From an optimization exercise on the open Yosys and OpenROAD flow, aimed at small area; shortcuts taken in it are not production practice. Only simulation tests tie the RTL to the original design; equivalence was not proved. The flow treats the clock pin as an ideal source, which a real chip does not have. Power figures rest on the tool's default switching activity, not on a simulated workload.

## word_codec
module word_codec (
    input              clk,
    input              rst,
    input              enc_valid,
    input              enc_dram,
    input              enc_poison,
    input      [127:0] enc_data,
    input      [23:0]  enc_addr,
    input      [17:0]  enc_row,
    output reg         enc_out_valid,
    output reg [15:0]  enc_check,
    input              dec_valid,
    input              dec_dram,
    input      [127:0] dec_data,
    input      [15:0]  dec_check,
    input      [23:0]  dec_addr,
    input      [17:0]  dec_row,
    output reg         dec_out_valid,
    output reg [127:0] dec_out_data,
    output reg [8:0]   dec_out_check,
    output reg [2:0]   dec_class,
    output reg         dec_hash_err,
    output reg         dec_ce,
    output reg         dec_ue
);
Size in the first run: about 520 I/O pins, ~13000 sq um of cells after synthesis.
==> flow/config.mk <==
export PLATFORM = sky130hd
export DESIGN_NAME = word_codec
export DESIGN_NICKNAME = word_codec
export VERILOG_FILES = /design/flow/design.v
export SDC_FILE = /design/flow/constraint.sdc
export NUM_CORES = 4
export LEC_CHECK = 0
export CAP_MARGIN = 20
export CORE_MARGIN = 2
export CORE_UTILIZATION = 40
export SLEW_MARGIN = 20
export BUFFER_PORTS_ARGS = -buffer_cell sky130_fd_sc_hd__buf_1
==> flow/constraint.sdc <==
create_clock -name core_clock -period 10.0 [get_ports {clk}]
set_input_delay 2.0000 -clock core_clock [delete_from_list [all_inputs] [get_ports {clk}]]
set_output_delay 2.0000 -clock core_clock [all_outputs]
set_load 0.01 [all_outputs]
standard.sh (not shown) runs the stock make flow with config.mk's settings and CLKGATE_MAP_FILE= SYNTH_SCRIPT=/design/flow/synth_recipe.tcl, a recipe that flattens the netlist after the stock synthesis.
==> flow/flow/run.sh <==
#!/bin/bash
# Standard layout, with every port buffered by the smallest buffer cell.
set -euo pipefail
echo 'export BUFFER_PORTS_ARGS = -buffer_cell sky130_fd_sc_hd__buf_1' >> config.mk
bash standard.sh > standard.log 2>&1
The baseline went through all stages and came out clean.
Rerun with:
CTS_BUF_LIST = sky130_fd_sc_hd__clkbuf_8   (was default)
Final area shrinks by 1.2%.
Setup slack gets better by 0.084 ns.
Non-clock buffer count is unchanged.
Wire length stays flat.
Die area is unchanged.
Core utilization shrinks by 0.62 points.
Global-route usage barely changes.
Hold slack gets worse by 0.065 ns.
First-iteration DRC count grows by 1.9%.

Setup of maple:
Another version of the RTL of word_codec (not shown whole).
For scale: ~1300 cells after synthesis.
==> flow/config.mk <==
export PLATFORM = sky130hd
export DESIGN_NAME = word_codec
export DESIGN_NICKNAME = word_codec
export VERILOG_FILES = /design/flow/design.v
export SDC_FILE = /design/flow/constraint.sdc
export NUM_CORES = 4
export LEC_CHECK = 0
export CAP_MARGIN = 20
export CORE_MARGIN = 2
export CORE_UTILIZATION = 40
export SLEW_MARGIN = 20
export BUFFER_PORTS_ARGS = -buffer_cell sky130_fd_sc_hd__buf_1
export CTS_ARGS = -sink_clustering_enable -repair_clock_nets -dont_use_dummy_load -buf_list sky130_fd_sc_hd__clkbuf_8
export POST_CTS_TCL = /design/flow/flow/post_cts.tcl
==> flow/constraint.sdc <==
create_clock -name core_clock -period 10.0 [get_ports {clk}]
set_input_delay 2.0000 -clock core_clock [delete_from_list [all_inputs] [get_ports {clk}]]
set_output_delay 2.0000 -clock core_clock [all_outputs]
set_load 0.01 [all_outputs]
==> flow/flow/run.sh <==
#!/bin/bash
# Standard synthesis and layout, with:
#  - flow/extra.mk settings: every port still gets a buffer, of the smallest
#    buffer cell; the clock tree is built without dummy loads;
#  - the standard synthesis's combinational cells replaced by a gate-level
#    netlist (flow/mknet.py): the RTL's XOR networks gate for gate, the
#    syndrome decode and corrections as nand/nor/xor cells, and the class
#    logic from flow/cls_net.v; the standard synthesis's flip-flops (names,
#    cells, clock and outputs) are kept;
#  - flow/post_cts.tcl after CTS: smaller clock buffers where slew allows.
set -euo pipefail
cat flow/extra.mk >> config.mk
echo "export POST_CTS_TCL = $PWD/flow/post_cts.tcl" >> config.mk
R=orfs/results/sky130hd/word_codec/base
bash standard.sh synth > standard_synth.log 2>&1
cp $R/1_2_yosys.v standard_1_2_yosys.v
python3 flow/mknet.py design.v standard_1_2_yosys.v flow/cls_net.v $R/1_2_yosys.v > mknet.log 2>&1
rm -f $R/1_synth.odb $R/1_synth.sdc
bash standard.sh > standard.log 2>&1
==> flow/flow/clkdown.tcl <==
# Leaf clock buffers: try each at a smaller size, and keep the smaller one
# when the slew at every flip-flop clock pin it drives stays under the limit
# (or, where it was already over, does not grow). The root buffer keeps its
# size: it sets the input slew of every leaf.
proc my_clk_worst_slew {} {
  set worst 0
  foreach pin [get_pins -hierarchical */CLK] {
    set s [get_property $pin slew_max]
    if {$s > $worst} {set worst $s}
  }
  return $worst
}
proc my_clk_sink_slew {inst} {
  set worst 0
  set onet [[$inst findITerm X] getNet]
  foreach it [$onet getITerms] {
    if {[$it isOutputSignal]} continue
    set pin [get_pins [[$it getInst] getName]/[[$it getMTerm] getName]]
    set s [get_property $pin slew_max]
    if {$s > $worst} {set worst $s}
  }
  return $worst
}
proc my_clk_downsize {limit} {
  estimate_parasitics -placement
  set sizes {sky130_fd_sc_hd__clkbuf_1 sky130_fd_sc_hd__clkbuf_2 sky130_fd_sc_hd__clkbuf_4 sky130_fd_sc_hd__clkbuf_8 sky130_fd_sc_hd__clkbuf_16}
  set block [ord::get_db_block]
  set base [my_clk_worst_slew]
  foreach inst [$block getInsts] {
    set m [[$inst getMaster] getName]
    set k [lsearch $sizes $m]
    if {$k <= 0} continue
    if {![string match "clkbuf*" [$inst getName]]} continue
    if {[$inst getName] eq "clkbuf_0_clk"} continue
    set own [expr {max($limit, [my_clk_sink_slew $inst])}]
    for {set j 0} {$j < $k} {incr j} {
      set trial [lindex $sizes $j]
      replace_cell [$inst getName] $trial
      estimate_parasitics -placement
      if {[my_clk_sink_slew $inst] <= $own && [my_clk_worst_slew] <= max($limit, $base)} {
        puts "clock buffer [$inst getName]: $m -> $trial"
        set m $trial
        break
      }
      replace_cell [$inst getName] $m
    }
  }
  estimate_parasitics -placement
  puts "clock pins worst slew [my_clk_worst_slew]"
}
==> flow/flow/post_cts.tcl <==
source [file join [file dirname [info script]] clkdown.tcl]
my_clk_downsize 0.113
Other scripts of this flow, unchanged in this note and not shown: flow/flow/cls.v, flow/flow/cls_net.v, flow/flow/extra.mk, flow/flow/mknet.py
diff inputs: maple => amber
--- a/flow/flow/clkdown.tcl
+++ b/flow/flow/clkdown.tcl
@@ -1,4 +1,2 @@
-# Leaf clock buffers: try each at a smaller size, and keep the smaller one
-# when the slew at every flip-flop clock pin it drives stays under the limit
-# (or, where it was already over, does not grow). The root buffer keeps its
-# size: it sets the input slew of every leaf.
+# Clock buffers: try each at a smaller size, keep the smaller one when every
+# flip-flop clock pin's slew stays under the limit.
@@ -8,11 +5,0 @@
-    set s [get_property $pin slew_max]
-    if {$s > $worst} {set worst $s}
-  }
-  return $worst
-}
-proc my_clk_sink_slew {inst} {
-  set worst 0
-  set onet [[$inst findITerm X] getNet]
-  foreach it [$onet getITerms] {
-    if {[$it isOutputSignal]} continue
-    set pin [get_pins [[$it getInst] getName]/[[$it getMTerm] getName]]
@@ -28 +14,0 @@
-  set base [my_clk_worst_slew]
@@ -34,2 +19,0 @@
-    if {[$inst getName] eq "clkbuf_0_clk"} continue
-    set own [expr {max($limit, [my_clk_sink_slew $inst])}]
@@ -40 +24 @@
-      if {[my_clk_sink_slew $inst] <= $own && [my_clk_worst_slew] <= max($limit, $base)} {
+      if {[my_clk_worst_slew] <= $limit} {
--- a/flow/flow/post_cts.tcl
+++ b/flow/flow/post_cts.tcl
@@ -2 +2 @@
-my_clk_downsize 0.113
+my_clk_downsize 0.112
--- outcome ---
- Comparing amber with maple, the count of multi-input gates came out essentially unchanged.
- As far as global-route wire length before repair is concerned, amber and maple perform about the same.
- Combinational group power: amber vs maple — no meaningful difference
- Per the comparison of amber with maple, setup slack after layout has remained practically unchanged, detailed-route wire length per cell did not really move.

## port drivers added, routing unchanged
The flow's constraints put no driver on any port. The routed layouts listed below were extracted and timed again, unchanged, in two steps. Step 1 sets driving cells, clkbuf_16 on the clock port and buf_2 on the other inputs (assumed; they add their load-dependent delay and slew). Step 2, shift: input delay + t, output delay - t, t = (earliest + latest rising clock arrival at the registers) / 2. This alone moves slack from input paths to output paths. a / b / c = ideal ports / drivers / drivers and shift; a / b = the first two.
run	t, ns	setup WS [ns]	worst data-port slew with drivers (ns)	pins driven straight from the clock port
the first run of note 1	0.496	3.750 / 3.729 / 3.232	0.09	1
the second run of note 1	0.551	3.834 / 3.801 / 3.250	0.10	1
maple	0.466	3.873 / 3.897 / 3.431	0.08	1
amber	0.479	3.872 / 3.900 / 3.422	0.08	1
After both steps every run listed still meets setup and hold. For the second run of note 1, which loses most, drivers alone change the setup slack by -0.033 ns; drivers and shift together by -0.584 ns.
